This is an optimization exercise on Yosys and OpenROAD, whose aim is small area, a short achievable clock period and few clock cycles per item, not a production implementation.
At most, simulation tests tie the RTL to the original design; equivalence was not proved.

==> build 20: inputs <==
## scr_engine
module scr_engine (
    input  wire        clk,
    input  wire        rst,
    input  wire        cfg_we,
    input  wire [3:0]  cfg_addr,
    input  wire [31:0] cfg_wdata,
    input  wire        in_valid,
    output reg         in_ready,
    input  wire [14:0] in_x,
    input  wire [17:0] in_y,
    input  wire [7:0]  in_value,
    input  wire [1:0]  in_tag,
    input  wire [1:0]  in_fmt,
    output reg         tone_re,
    output wire [10:0] tone_addr0,
    output wire [10:0] tone_addr1,
    input  wire [15:0] tone_rdata0,
    input  wire [15:0] tone_rdata1,
    output reg         tile_re,
    output reg  [17:0] tile_addr,
    input  wire [15:0] tile_rdata,
    output reg         out_valid,
    output reg  [3:0]  out_code,
    output reg  [11:0] out_tone,
    output reg  [7:0]  out_base,
    output reg  [7:0]  out_slope
);
    localparam R      = 3;                   
    localparam MAIN_N = (18 + R - 1) / R;    
    localparam PRE_N  = (8 + R - 1) / R;     
    localparam MW     = MAIN_N * R;
    localparam PW     = PRE_N * R;
    reg        q_we;                 
    reg [3:0]  q_addr;
    reg [31:0] q_wdata;
    reg        q_rst;                
    always @(posedge clk) begin
        q_rst   <= rst;
        q_we    <= cfg_we & ~rst;
        q_addr  <= cfg_addr;
        q_wdata <= cfg_wdata;
    end
    reg [7:0]  tile_tag;             
    reg        tone_bank;            
    reg [15:0] gain   [0:3];
    reg [15:0] offset [0:3];
    reg [7:0]  shift  [0:3];         
    reg [3:0]  sh_dirty;             
    reg [7:0]  hm1    [0:3];
    reg [7:0]  wm1    [0:3];
    reg [15:0] ph_y   [0:3];
    reg [15:0] ph_x   [0:3];
    reg [63:0] ps_map;
    wire       sh_wb;
    wire [1:0] sh_wb_k;
    wire [7:0] sh_wb_val;
    wire        w_ctrl = q_rst | (q_we & (q_addr == 4'd0));
    wire        w_ps0  = q_rst | (q_we & (q_addr == 4'd13));
    wire        w_ps1  = q_rst | (q_we & (q_addr == 4'd14));
    wire [3:0]  w_trim, w_geom, w_phase;
    genvar gk;
    generate
  ...
export LEC_CHECK = 0
export ABC_AREA = 1
export CAP_MARGIN = 20
export CORE_MARGIN = 2
export CORE_UTILIZATION = 80
export CTS_BUF_LIST = sky130_fd_sc_hd__clkbuf_16
export CTS_CLUSTER_DIAMETER = 90
export CTS_CLUSTER_SIZE = 28
export SLEW_MARGIN = 20
create_clock -name core_clock -period 110.0 [get_ports {clk}]
standard.sh (not shown) runs the stock make flow with config.mk's settings and CLKGATE_MAP_FILE= SYNTH_SCRIPT=/design/flow/synth_recipe.tcl, a recipe that flattens the netlist after the stock synthesis.
==> flow/flow/run.sh <==
#!/bin/bash
# The standard layout (standard.sh, all steps), except that the buffers
# placed on the input and output ports are buf_2 cells instead of the slow
# delay buffer buffer_ports picks by default. Each port still gets its own
# buffer; the clock, constraints and everything else are unchanged.
set -e
export BUFFER_PORTS_ARGS="-buffer_cell sky130_fd_sc_hd__buf_2"
bash standard.sh > standard.log 2>&1
==> build 78 (differences from build 20) <==
--- a/flow/design.v
+++ b/flow/design.v
@@ -23,13 +23,13 @@
     output reg  [3:0]  out_code,
     output reg  [11:0] out_tone,
     output reg  [7:0]  out_base,
     output reg  [7:0]  out_slope
 );
     localparam R      = 3;                   
-    localparam MAIN_N = (18 + R - 1) / R;    
+    localparam MAIN_N = (19 + R - 1) / R;    
     localparam PRE_N  = (8 + R - 1) / R;     
     localparam MW     = MAIN_N * R;
     localparam PW     = PRE_N * R;
     reg        q_we;                 
     reg [3:0]  q_addr;
     reg [31:0] q_wdata;
@@ -136,13 +136,12 @@
     reg          e_bgm;              
     reg          e_bgp;              
     reg          e_pre;              
     reg [2:0]    e_cnt;
     reg [1:0]    e_k;
     reg [MW-1:0] e_yy;               
-    reg          e_y18;              
     reg [MW-1:0] e_as;               
     reg [7:0]    e_rem;              
     reg [7:0]    e_r;                
     wire [7:0]   e_ty, e_tx;         
     reg        b_v;
     reg        b_fg;                 
@@ -163,16 +162,15 @@
     wire fg_free  = (~e_fgm | fgm_done) & (~e_fgp | fgp_done);
     wire fg_want  = a_fg | b_pend;
     wire ld_fgm_a = a_fg & fg_free & ~sh_dirty[a_k];
     wire ld_fgm_b = b_pend & fg_free & (~sh_dirty[b_k] | fgp_done);
     wire ld_fgp_b = b_pend & fg_free & sh_dirty[b_k] & ~fgp_done;
     wire ld_fgp_a = a_fg & fg_free & sh_dirty[a_k];
-    wire [3:0] q_a5     = q_addr - 4'd5;
-    wire       q_geom_k = q_we & (q_addr >= 4'd5) & (q_addr <= 4'd8) & (q_a5[1:0] == e_k);
+    wire       q_geom   = q_we & (q_addr >= 4'd5) & (q_addr <= 4'd8);
     wire       bgm_keep = e_bgm & ~fg_want & ~q_we & ~q_rst;
-    wire       bgp_keep = e_bgp & ~fg_want & ~q_geom_k & ~q_rst;
+    wire       bgp_keep = e_bgp & ~fg_want & ~q_geom & ~q_rst;
     wire       bgm_done = bgm_keep & (e_cnt == MAIN_N - 1);
     wire       bgp_done = bgp_keep & (e_cnt == PRE_N - 1);
     wire       e_free   = fg_free & ~fg_want & ~q_rst &
                           (~bgm_keep | bgm_done) & (~bgp_keep | bgp_done);
     wire [3:0] want;
     genvar gw;
@@ -183,23 +181,22 @@
         end
     endgenerate
     wire [3:0] e_k1    = 4'd1 << e_k;
     wire [3:0] want_x  = want & ~sh_dirty & ~(bgm_done ? e_k1 : 4'd0);
     wire [3:0] dirty_x = sh_dirty & ~((bgp_done | fgp_done) ? e_k1 : 4'd0);
     wire       st_bgm  = e_free & ~q_we & (|want_x) & (|hv);
-    wire       st_bgp  = e_free & ~st_bgm & (|dirty_x);
+    wire       st_bgp  = e_free & ~q_geom & ~st_bgm & (|dirty_x);
     wire [1:0] k_m     = want_x[0] ? 2'd0 : want_x[1] ? 2'd1 : want_x[2] ? 2'd2 : 2'd3;
     wire [1:0] k_p     = dirty_x[0] ? 2'd0 : dirty_x[1] ? 2'd1 : dirty_x[2] ? 2'd2 : 2'd3;
     wire       e_load  = ld_fgm_a | ld_fgp_a | ld_fgm_b | ld_fgp_b | st_bgm | st_bgp;
     wire [15:0] hx_d   = a_take ? {1'b0, a_x} + 16'd1 : hx;
     wire [1:0]  l_k  = (ld_fgm_a | ld_fgp_a) ? a_k : (ld_fgm_b | ld_fgp_b) ? b_k : st_bgm ? k_m : k_p;
     wire [17:0] l_y  = ld_fgm_a ? a_y : hy;
     wire [15:0] l_x  = ld_fgm_a ? {1'b0, a_x} : ld_fgm_b ? hx - 16'd1 : hx_d;
     wire [18:0] l_yy = l_y + ph_y[l_k];
     wire [16:0] l_as = l_x + ph_x[l_k];
-    wire        l_pre = ld_fgp_a | ld_fgp_b | st_bgp;
     wire a_free = ~a_v | ~b_pend;
     always @(posedge clk) begin
         if (rst)           a_v <= 1'b0;
         else if (in_ready) a_v <= in_valid;
         else if (a_go)     a_v <= 1'b0;
         if (a_free) begin
@@ -225,14 +222,14 @@
             b_ps     <= a_ps;
             b_bt     <= {tone_bank, a_tag};
             b_i      <= a_u[15:8];
             b_i1     <= a_u[15:8] + 8'd1;
             b_f      <= a_ps ? {4'd0, ps_map[4*a_j +: 4]} : a_u[7:0];
             b_k      <= a_k;
+            tone_re  <= a_v & ~a_ps;
         end
-        tone_re  <= b_pend | (a_v & ~a_ps);
         if (!b_pend && a_v && !a_ps)
             b_bt1    <= {tone_bank, a_tag};
     end
     assign tone_addr0 = {b_bt, b_i};
     assign tone_addr1 = {b_bt1, b_i1};
     wire a_v_n   = in_ready | (a_v & ~a_go);
@@ -258,16 +255,14 @@
     wire [8:0]  e_tw  = {1'b0, wm1[e_k]} + 9'd1;
     wire [9:0]  e_tw2 = {e_tw, 1'b0};
     wire [7:0]  e_sh  = shift[e_k];
     wire [PW-1:0] e_shp = {{(PW-8){1'b0}}, e_sh};
     wire [7:0] rem_c [0:R];
     wire [7:0] r_c   [0:R];
-    wire       e_first = (e_cnt == 3'd0) & ~e_pre;
-    wire       e_th1   = (hm1[e_k] == 8'd0);
-    assign rem_c[0] = e_first ? {7'd0, e_y18 & ~e_th1} : e_rem;
-    assign r_c[0]   = e_first ? ((e_y18 & e_th1) ? e_sh : 8'd0) : e_r;
+    assign rem_c[0] = e_rem;
+    assign r_c[0]   = e_r;
     genvar g;
     generate
         for (g = 0; g < R; g = g + 1) begin : row
             wire       ybit = e_pre ? 1'b0 : e_yy[MW-1-g];
             wire [8:0] t    = {rem_c[g], ybit};
             wire       qb   = (t >= e_th) & ~e_pre;
@@ -300,20 +295,22 @@
             e_fgm <= e_fgm & ~fgm_done;
             e_fgp <= e_fgp & ~fgp_done;
             e_bgm <= bgm_keep & ~bgm_done;
             e_bgp <= bgp_keep & ~bgp_done;
         end
         if (e_load) begin
-            e_pre <= l_pre;
+            e_pre <= ld_fgp_a | ld_fgp_b | st_bgp;
             e_cnt <= 3'd0;
             e_k   <= l_k;
-            e_yy  <= {{(MW-18){1'b0}}, l_yy[17:0]};
-            e_y18 <= l_yy[18];
+            e_yy  <= {{(MW-19){1'b0}}, l_yy};
             e_as  <= {{(MW-17){1'b0}}, l_as};
             e_rem <= 8'd0;
             e_r   <= 8'd0;
+        end else if (e_pre) begin
+            e_cnt <= e_cnt + 3'd1;
+            e_r   <= r_c[R];
         end else begin
             e_cnt <= e_cnt + 3'd1;
             e_yy  <= e_yy << R;
             e_as  <= e_as << R;
             e_rem <= rem_c[R];
             e_r   <= r_c[R];
@@ -343,37 +340,36 @@
         p2_k  <= p1_k;
         p2_f  <= p1_f;
         p2_e0 <= tone_rdata0[11:0];
         p2_e1 <= tone_rdata1[11:0];
     end
     wire signed [12:0] p2_diff = $signed({1'b0, p2_e1}) - $signed({1'b0, p2_e0});
-    wire signed [21:0] p2_acc  = p2_diff * $signed({1'b0, p2_f})
-                               + $signed({2'b00, p2_e0, 8'h80});
-    wire [11:0]        p2_Ti   = p2_acc[19:8];
-    wire [11:0]        p2_T    = {p2_Ti[11:4], p2_ps ? p2_f[3:0] : p2_Ti[3:0]};
-    reg [3:5]  pv, pfg, pps;
-    reg [1:0]  pk  [3:5];
-    reg [11:0] pT  [3:5];
+    wire signed [21:0] p2_prod = p2_diff * $signed({1'b0, p2_f}) + 22'sd128;
+    wire signed [13:0] p2_step = p2_prod[21:8];
+    wire [11:0]        p2_T    = p2_ps ? {8'd0, p2_f[3:0]} : p2_e0 + p2_step[11:0];
+    reg [3:6]  pv, pfg, pps;
+    reg [1:0]  pk  [3:6];
+    reg [11:0] pT  [3:6];
     integer s;
     always @(posedge clk) begin
         if (rst) begin
-            pv[3] <= 1'b0; pv[4] <= 1'b0; pv[5] <= 1'b0;
+            pv[3] <= 1'b0; pv[4] <= 1'b0; pv[5] <= 1'b0; pv[6] <= 1'b0;
         end else begin
-            pv[3] <= p2_v; pv[4] <= pv[3]; pv[5] <= pv[4];
+            pv[3] <= p2_v; pv[4] <= pv[3]; pv[5] <= pv[4]; pv[6] <= pv[5];
         end
         pfg[3] <= p2_fg; pps[3] <= p2_ps; pk[3] <= p2_k; pT[3] <= p2_T;
-        for (s = 4; s <= 5; s = s + 1) begin
+        for (s = 4; s <= 6; s = s + 1) begin
             pfg[s] <= pfg[s-1]; pps[s] <= pps[s-1]; pk[s] <= pk[s-1]; pT[s] <= pT[s-1];
         end
     end
     reg [7:0]  cty [0:3];
     reg [7:0]  ctx [0:3];
-    wire       t_v    = pv[5];
-    wire       t_take = t_v & ~pps[5];
-    wire       t_fg   = pfg[5];
-    wire [1:0] t_k    = pk[5];
+    wire       t_v    = pv[6];
+    wire       t_take = t_v & ~pps[6];
+    wire       t_fg   = pfg[6];
+    wire [1:0] t_k    = pk[6];
     integer j;
     always @(posedge clk) begin
         for (j = 0; j < 4; j = j + 1) begin
             if (t_take && t_fg && t_k == j[1:0]) begin
                 cty[j] <= e_ty;
                 ctx[j] <= (e_tx == wm1[j]) ? 8'd0 : e_tx + 8'd1;
@@ -396,14 +392,14 @@
         end else begin
             p7_v <= t_v;
             p8_v <= p7_v;
         end
         tile_re   <= t_take;
         tile_addr <= {t_k, t_fg ? e_ty : cty[t_k], t_fg ? e_tx : ctx[t_k]};
-        p7_ps <= pps[5];
-        p7_T  <= pT[5];
+        p7_ps <= pps[6];
+        p7_T  <= pT[6];
         p8_ps <= p7_ps;
         p8_T  <= p7_T;
     end
     reg        p9_v, p9_ps;
     reg [11:0] p9_T;
     reg [7:0]  p9_B, p9_S;
@@ -413,33 +409,16 @@
         p9_ps <= p8_ps;
         p9_T  <= p8_T;
         p9_B  <= tile_rdata[15:8];
         p9_S  <= tile_rdata[7:0];
     end
     wire signed [13:0] p9_d    = $signed({2'b00, p9_T}) - $signed({2'b00, p9_B, 4'b0000});
-    wire [11:0]        p9_dd   = p9_d[11:0];
-    wire [14:0]        p9_t [0:7];
-    wire [7:0]         p9_h;
-    genvar gs;
-    generate
-        for (gs = 0; gs < 8; gs = gs + 1) begin : rmp
-            wire [11:0] rowl = p9_dd << gs;
-            assign p9_t[gs] = p9_S[gs] ? {3'd0, rowl} : 15'd0;
-            if (gs == 0) begin : h0
-                assign p9_h[gs] = 1'b0;
-            end else begin : hn
-                assign p9_h[gs] = p9_S[gs] & (|p9_dd[11:12-gs]);
-            end
-        end
-    endgenerate
-    wire [14:0]        p9_lo   = p9_t[0] + p9_t[1] + p9_t[2] + p9_t[3]
-                               + p9_t[4] + p9_t[5] + p9_t[6] + p9_t[7];
-    wire [14:0]        p9_rnd  = p9_lo + 15'd128;
-    wire               p9_sat  = (|p9_h) | (p9_lo >= 15'd3968);
+    wire [20:0]        p9_rmp  = p9_d[11:0] * p9_S + 21'd128;
+    wire [12:0]        p9_c    = p9_rmp[20:8];
     wire [3:0]         p9_code = (p9_d <= 14'sd0) ? 4'd0
-                               : p9_sat ? 4'd15 : p9_rnd[11:8];
+                               : (p9_c > 13'd15) ? 4'd15 : p9_c[3:0];
     always @(posedge clk) begin
         if (rst) out_valid <= 1'b0;
         else     out_valid <= p9_v;
         out_code  <= p9_ps ? p9_T[3:0] : p9_code;
         out_tone  <= p9_ps ? 12'd0 : p9_T;
         out_base  <= p9_ps ? 8'd0 : p9_B;
==> flow/run.sh (new file) <==
#!/bin/bash
# synth_recipe.tcl (not shown) runs the flow's synth.tcl, then flattens the netlist and writes it again
# the make line also repeats each setting of config.mk as NAME=value (left out here)
make -C /OpenROAD-flow-scripts/flow DESIGN_CONFIG=/design/flow/config.mk WORK_HOME=/design/flow/orfs CLKGATE_MAP_FILE= SYNTH_SCRIPT=/design/flow/synth_recipe.tcl finish
- CORE_UTILIZATION: 80 -> 60
removed: flow/flow/run.sh
removed: flow/standard.sh
==> build 46 (differences from build 20) <==
--- a/flow/design.v
+++ b/flow/design.v
@@ -195,16 +195,16 @@
     wire [17:0] l_y  = ld_fgm_a ? a_y : hy;
     wire [15:0] l_x  = ld_fgm_a ? {1'b0, a_x} : ld_fgm_b ? hx - 16'd1 : hx_d;
     wire [18:0] l_yy = l_y + ph_y[l_k];
     wire [16:0] l_as = l_x + ph_x[l_k];
     wire        l_pre = ld_fgp_a | ld_fgp_b | st_bgp;
     wire a_free = ~a_v | ~b_pend;
+    wire a_v_n  = a_free ? in_valid : a_v;
     always @(posedge clk) begin
-        if (rst)           a_v <= 1'b0;
-        else if (in_ready) a_v <= in_valid;
-        else if (a_go)     a_v <= 1'b0;
+        if (rst) a_v <= 1'b0;
+        else     a_v <= a_v_n;
         if (a_free) begin
             a_x   <= in_x;
             a_y   <= in_y;
             a_val <= in_value;
             a_tag <= in_tag;
             a_fmt <= in_fmt;
@@ -232,13 +232,12 @@
         tone_re  <= b_pend | (a_v & ~a_ps);
         if (!b_pend && a_v && !a_ps)
             b_bt1    <= {tone_bank, a_tag};
     end
     assign tone_addr0 = {b_bt, b_i};
     assign tone_addr1 = {b_bt1, b_i1};
-    wire a_v_n   = in_ready | (a_v & ~a_go);
     wire b_pend_n = b_pend ? ~ld_fgm_b : (a_fg & ~ld_fgm_a);
     always @(posedge clk) begin
         in_ready <= rst | ~(a_v_n & b_pend_n);
     end
     always @(posedge clk) begin
         if (q_rst || q_we) begin
@@ -316,68 +315,66 @@
             e_yy  <= e_yy << R;
             e_as  <= e_as << R;
             e_rem <= rem_c[R];
             e_r   <= r_c[R];
         end
     end
-    reg        p1_v, p1_fg, p1_ps;
+    reg        p1_v, p1_ps;
     reg [1:0]  p1_k;
     reg [7:0]  p1_f;
-    reg        p2_v, p2_fg, p2_ps;
+    reg        p2_v, p2_ps;
     reg [1:0]  p2_k;
     reg [7:0]  p2_f;
     reg [11:0] p2_e0, p2_e1;
     always @(posedge clk) begin
         if (rst) begin
             p1_v <= 1'b0;
             p2_v <= 1'b0;
         end else begin
             p1_v <= b_v & ~b_pend;
             p2_v <= p1_v;
         end
-        p1_fg <= b_fg;
         p1_ps <= b_ps;
         p1_k  <= b_k;
         p1_f  <= b_f;
-        p2_fg <= p1_fg;
         p2_ps <= p1_ps;
         p2_k  <= p1_k;
         p2_f  <= p1_f;
         p2_e0 <= tone_rdata0[11:0];
         p2_e1 <= tone_rdata1[11:0];
     end
     wire signed [12:0] p2_diff = $signed({1'b0, p2_e1}) - $signed({1'b0, p2_e0});
     wire signed [21:0] p2_acc  = p2_diff * $signed({1'b0, p2_f})
                                + $signed({2'b00, p2_e0, 8'h80});
     wire [11:0]        p2_Ti   = p2_acc[19:8];
     wire [11:0]        p2_T    = {p2_Ti[11:4], p2_ps ? p2_f[3:0] : p2_Ti[3:0]};
-    reg [3:5]  pv, pfg, pps;
+    reg [3:5]  pv, pps;
     reg [1:0]  pk  [3:5];
     reg [11:0] pT  [3:5];
     integer s;
     always @(posedge clk) begin
         if (rst) begin
             pv[3] <= 1'b0; pv[4] <= 1'b0; pv[5] <= 1'b0;
         end else begin
             pv[3] <= p2_v; pv[4] <= pv[3]; pv[5] <= pv[4];
         end
-        pfg[3] <= p2_fg; pps[3] <= p2_ps; pk[3] <= p2_k; pT[3] <= p2_T;
+        pps[3] <= p2_ps; pk[3] <= p2_k; pT[3] <= p2_T;
         for (s = 4; s <= 5; s = s + 1) begin
-            pfg[s] <= pfg[s-1]; pps[s] <= pps[s-1]; pk[s] <= pk[s-1]; pT[s] <= pT[s-1];
+            pps[s] <= pps[s-1]; pk[s] <= pk[s-1]; pT[s] <= pT[s-1];
         end
     end
     reg [7:0]  cty [0:3];
     reg [7:0]  ctx [0:3];
     wire       t_v    = pv[5];
     wire       t_take = t_v & ~pps[5];
-    wire       t_fg   = pfg[5];
+    wire       t_fg   = fgm_done;
     wire [1:0] t_k    = pk[5];
     integer j;
     always @(posedge clk) begin
         for (j = 0; j < 4; j = j + 1) begin
-            if (t_take && t_fg && t_k == j[1:0]) begin
+            if (t_fg && t_k == j[1:0]) begin
                 cty[j] <= e_ty;
                 ctx[j] <= (e_tx == wm1[j]) ? 8'd0 : e_tx + 8'd1;
             end else if (bgm_done && e_k == j[1:0]) begin
                 cty[j] <= e_ty;
                 ctx[j] <= e_tx;
             end else if (t_take) begin
- CORE_UTILIZATION: 80 -> 70
==> trial 31 (differences from build 20) <==
--- a/flow/design.v
+++ b/flow/design.v
@@ -136,13 +136,12 @@
     reg          e_bgm;              
     reg          e_bgp;              
     reg          e_pre;              
     reg [2:0]    e_cnt;
     reg [1:0]    e_k;
     reg [MW-1:0] e_yy;               
-    reg          e_y18;              
     reg [MW-1:0] e_as;               
     reg [7:0]    e_rem;              
     reg [7:0]    e_r;                
     wire [7:0]   e_ty, e_tx;         
     reg        b_v;
     reg        b_fg;                 
@@ -193,12 +192,13 @@
     wire [15:0] hx_d   = a_take ? {1'b0, a_x} + 16'd1 : hx;
     wire [1:0]  l_k  = (ld_fgm_a | ld_fgp_a) ? a_k : (ld_fgm_b | ld_fgp_b) ? b_k : st_bgm ? k_m : k_p;
     wire [17:0] l_y  = ld_fgm_a ? a_y : hy;
     wire [15:0] l_x  = ld_fgm_a ? {1'b0, a_x} : ld_fgm_b ? hx - 16'd1 : hx_d;
     wire [18:0] l_yy = l_y + ph_y[l_k];
     wire [16:0] l_as = l_x + ph_x[l_k];
+    wire        l_th1 = (hm1[l_k] == 8'd0);
     wire        l_pre = ld_fgp_a | ld_fgp_b | st_bgp;
     wire a_free = ~a_v | ~b_pend;
     always @(posedge clk) begin
         if (rst)           a_v <= 1'b0;
         else if (in_ready) a_v <= in_valid;
         else if (a_go)     a_v <= 1'b0;
@@ -258,16 +258,14 @@
     wire [8:0]  e_tw  = {1'b0, wm1[e_k]} + 9'd1;
     wire [9:0]  e_tw2 = {e_tw, 1'b0};
     wire [7:0]  e_sh  = shift[e_k];
     wire [PW-1:0] e_shp = {{(PW-8){1'b0}}, e_sh};
     wire [7:0] rem_c [0:R];
     wire [7:0] r_c   [0:R];
-    wire       e_first = (e_cnt == 3'd0) & ~e_pre;
-    wire       e_th1   = (hm1[e_k] == 8'd0);
-    assign rem_c[0] = e_first ? {7'd0, e_y18 & ~e_th1} : e_rem;
-    assign r_c[0]   = e_first ? ((e_y18 & e_th1) ? e_sh : 8'd0) : e_r;
+    assign rem_c[0] = e_rem;
+    assign r_c[0]   = e_r;
     genvar g;
     generate
         for (g = 0; g < R; g = g + 1) begin : row
             wire       ybit = e_pre ? 1'b0 : e_yy[MW-1-g];
             wire [8:0] t    = {rem_c[g], ybit};
             wire       qb   = (t >= e_th) & ~e_pre;
@@ -304,16 +302,15 @@
         end
         if (e_load) begin
             e_pre <= l_pre;
             e_cnt <= 3'd0;
             e_k   <= l_k;
             e_yy  <= {{(MW-18){1'b0}}, l_yy[17:0]};
-            e_y18 <= l_yy[18];
             e_as  <= {{(MW-17){1'b0}}, l_as};
-            e_rem <= 8'd0;
-            e_r   <= 8'd0;
+            e_rem <= {7'd0, l_yy[18] & ~l_th1};
+            e_r   <= (l_yy[18] & l_th1 & ~l_pre) ? shift[l_k] : 8'd0;
         end else begin
             e_cnt <= e_cnt + 3'd1;
             e_yy  <= e_yy << R;
             e_as  <= e_as << R;
             e_rem <= rem_c[R];
             e_r   <= r_c[R];
@@ -343,15 +340,15 @@
         p2_k  <= p1_k;
         p2_f  <= p1_f;
         p2_e0 <= tone_rdata0[11:0];
         p2_e1 <= tone_rdata1[11:0];
     end
     wire signed [12:0] p2_diff = $signed({1'b0, p2_e1}) - $signed({1'b0, p2_e0});
-    wire signed [21:0] p2_acc  = p2_diff * $signed({1'b0, p2_f})
-                               + $signed({2'b00, p2_e0, 8'h80});
-    wire [11:0]        p2_Ti   = p2_acc[19:8];
+    wire signed [21:0] p2_prod = p2_diff * $signed({1'b0, p2_f}) + 22'sd128;
+    wire signed [13:0] p2_step = p2_prod[21:8];
+    wire [11:0]        p2_Ti   = p2_e0 + p2_step[11:0];
     wire [11:0]        p2_T    = {p2_Ti[11:4], p2_ps ? p2_f[3:0] : p2_Ti[3:0]};
     reg [3:5]  pv, pfg, pps;
     reg [1:0]  pk  [3:5];
     reg [11:0] pT  [3:5];
     integer s;
     always @(posedge clk) begin
@@ -413,33 +410,16 @@
         p9_ps <= p8_ps;
         p9_T  <= p8_T;
         p9_B  <= tile_rdata[15:8];
         p9_S  <= tile_rdata[7:0];
     end
     wire signed [13:0] p9_d    = $signed({2'b00, p9_T}) - $signed({2'b00, p9_B, 4'b0000});
-    wire [11:0]        p9_dd   = p9_d[11:0];
-    wire [14:0]        p9_t [0:7];
-    wire [7:0]         p9_h;
-    genvar gs;
-    generate
-        for (gs = 0; gs < 8; gs = gs + 1) begin : rmp
-            wire [11:0] rowl = p9_dd << gs;
-            assign p9_t[gs] = p9_S[gs] ? {3'd0, rowl} : 15'd0;
-            if (gs == 0) begin : h0
-                assign p9_h[gs] = 1'b0;
-            end else begin : hn
-                assign p9_h[gs] = p9_S[gs] & (|p9_dd[11:12-gs]);
-            end
-        end
-    endgenerate
-    wire [14:0]        p9_lo   = p9_t[0] + p9_t[1] + p9_t[2] + p9_t[3]
-                               + p9_t[4] + p9_t[5] + p9_t[6] + p9_t[7];
-    wire [14:0]        p9_rnd  = p9_lo + 15'd128;
-    wire               p9_sat  = (|p9_h) | (p9_lo >= 15'd3968);
+    wire [20:0]        p9_rmp  = p9_d[11:0] * p9_S + 21'd128;
+    wire [12:0]        p9_c    = p9_rmp[20:8];
     wire [3:0]         p9_code = (p9_d <= 14'sd0) ? 4'd0
-                               : p9_sat ? 4'd15 : p9_rnd[11:8];
+                               : (p9_c > 13'd15) ? 4'd15 : p9_c[3:0];
     always @(posedge clk) begin
         if (rst) out_valid <= 1'b0;
         else     out_valid <= p9_v;
         out_code  <= p9_ps ? p9_T[3:0] : p9_code;
         out_tone  <= p9_ps ? 12'd0 : p9_T;
         out_base  <= p9_ps ? 8'd0 : p9_B;
- CORE_UTILIZATION: 80 -> 60
==> run notes <==
status: no timing/DRC/antenna violations
fin cells: 6854
sequential share of the synthesized area: 0.4605
Non-clock buffers: 254
Placed Cells: 6773
Mean Syn Cell Area: 9.169 sq um
WP data arrival: 1270 ps
-- figures above: build 20

==> run notes <==
sequential share of the synthesized area: 0.4606
Mean Syn Cell Area: 9.155 sq um
Placed Cells: 6853
most numerous cell in the Yosys netlist: nand2_1
WP data arrival: 1180 ps
Synth Net Count: 6460
status: no timing/DRC/antenna violations
Non-clock buffers: 245
distinct cell type count after synthesis: 67
-- figures above: build 46

==> run notes <==
Placed Cells: 7251
sequential share of the synthesized area: 0.4598
Non-clock buffers: 259
Mean Syn Cell Area: 9.241 sq um
Sum Neg Setup Slack: 0 ps
WP data arrival: 1700 ps
post-synthesis xor/xnor area fraction: 0.03724
inverter count: 945
status: no timing/DRC/antenna violations
fin cells: 7337
multi-input gates: 3912
-- figures above: build 78

==> run notes <==
status: no timing/DRC/antenna violations
Mean Syn Cell Area: 9.080 sq um
sequential share of the synthesized area: 0.4475
critical path class: register to primary output
WP data arrival: 1360 ps
fin cells: 7389
largest net degree at the start of global routing: 67
Placed Cells: 7307
Non-clock buffers: 257
-- figures above: trial 31

Testbench counts of build 20, summed over its fixed seeds: cycles 31,609, items 30,805.
Testbench counts of build 78, summed over its fixed seeds: cycles 31,782, items 30,805.
Testbench counts of build 46, summed over its fixed seeds: cycles 31,609, items 30,805.
Function not checked in trial 31: the RTL went through the layout flow alone.

==> separate check: timing with driven ports <==
In the flow no input, the clock included, has a driving cell. The finished layouts below were timed again as built, in two steps.
Step 1 assumes that a clkbuf_16 drives the clock port and a buf_2 every other input.
Step 2, shift: input delay + t, output delay - t, t = (earliest + latest rising clock arrival at the registers) / 2. This alone moves slack from input paths to output paths.
a / b / c = no drivers / after step 1 / after step 2; a / b = the first two.
run | t (ns) | slack for setup (ns) | worst register clock-pin slew, ns
build 20 | 0.724 | 86.727 / 86.648 / 87.129 | 0.12 / 0.12
build 78 | 0.753 | 86.301 / 86.229 / 86.482 | 0.11 / 0.11
build 46 | 0.703 | 86.822 / 86.752 / 87.305 | 0.11 / 0.11
trial 31 | 0.726 | 86.640 / 86.568 / 87.172 | 0.11 / 0.11
After both steps every run listed still meets setup and hold.
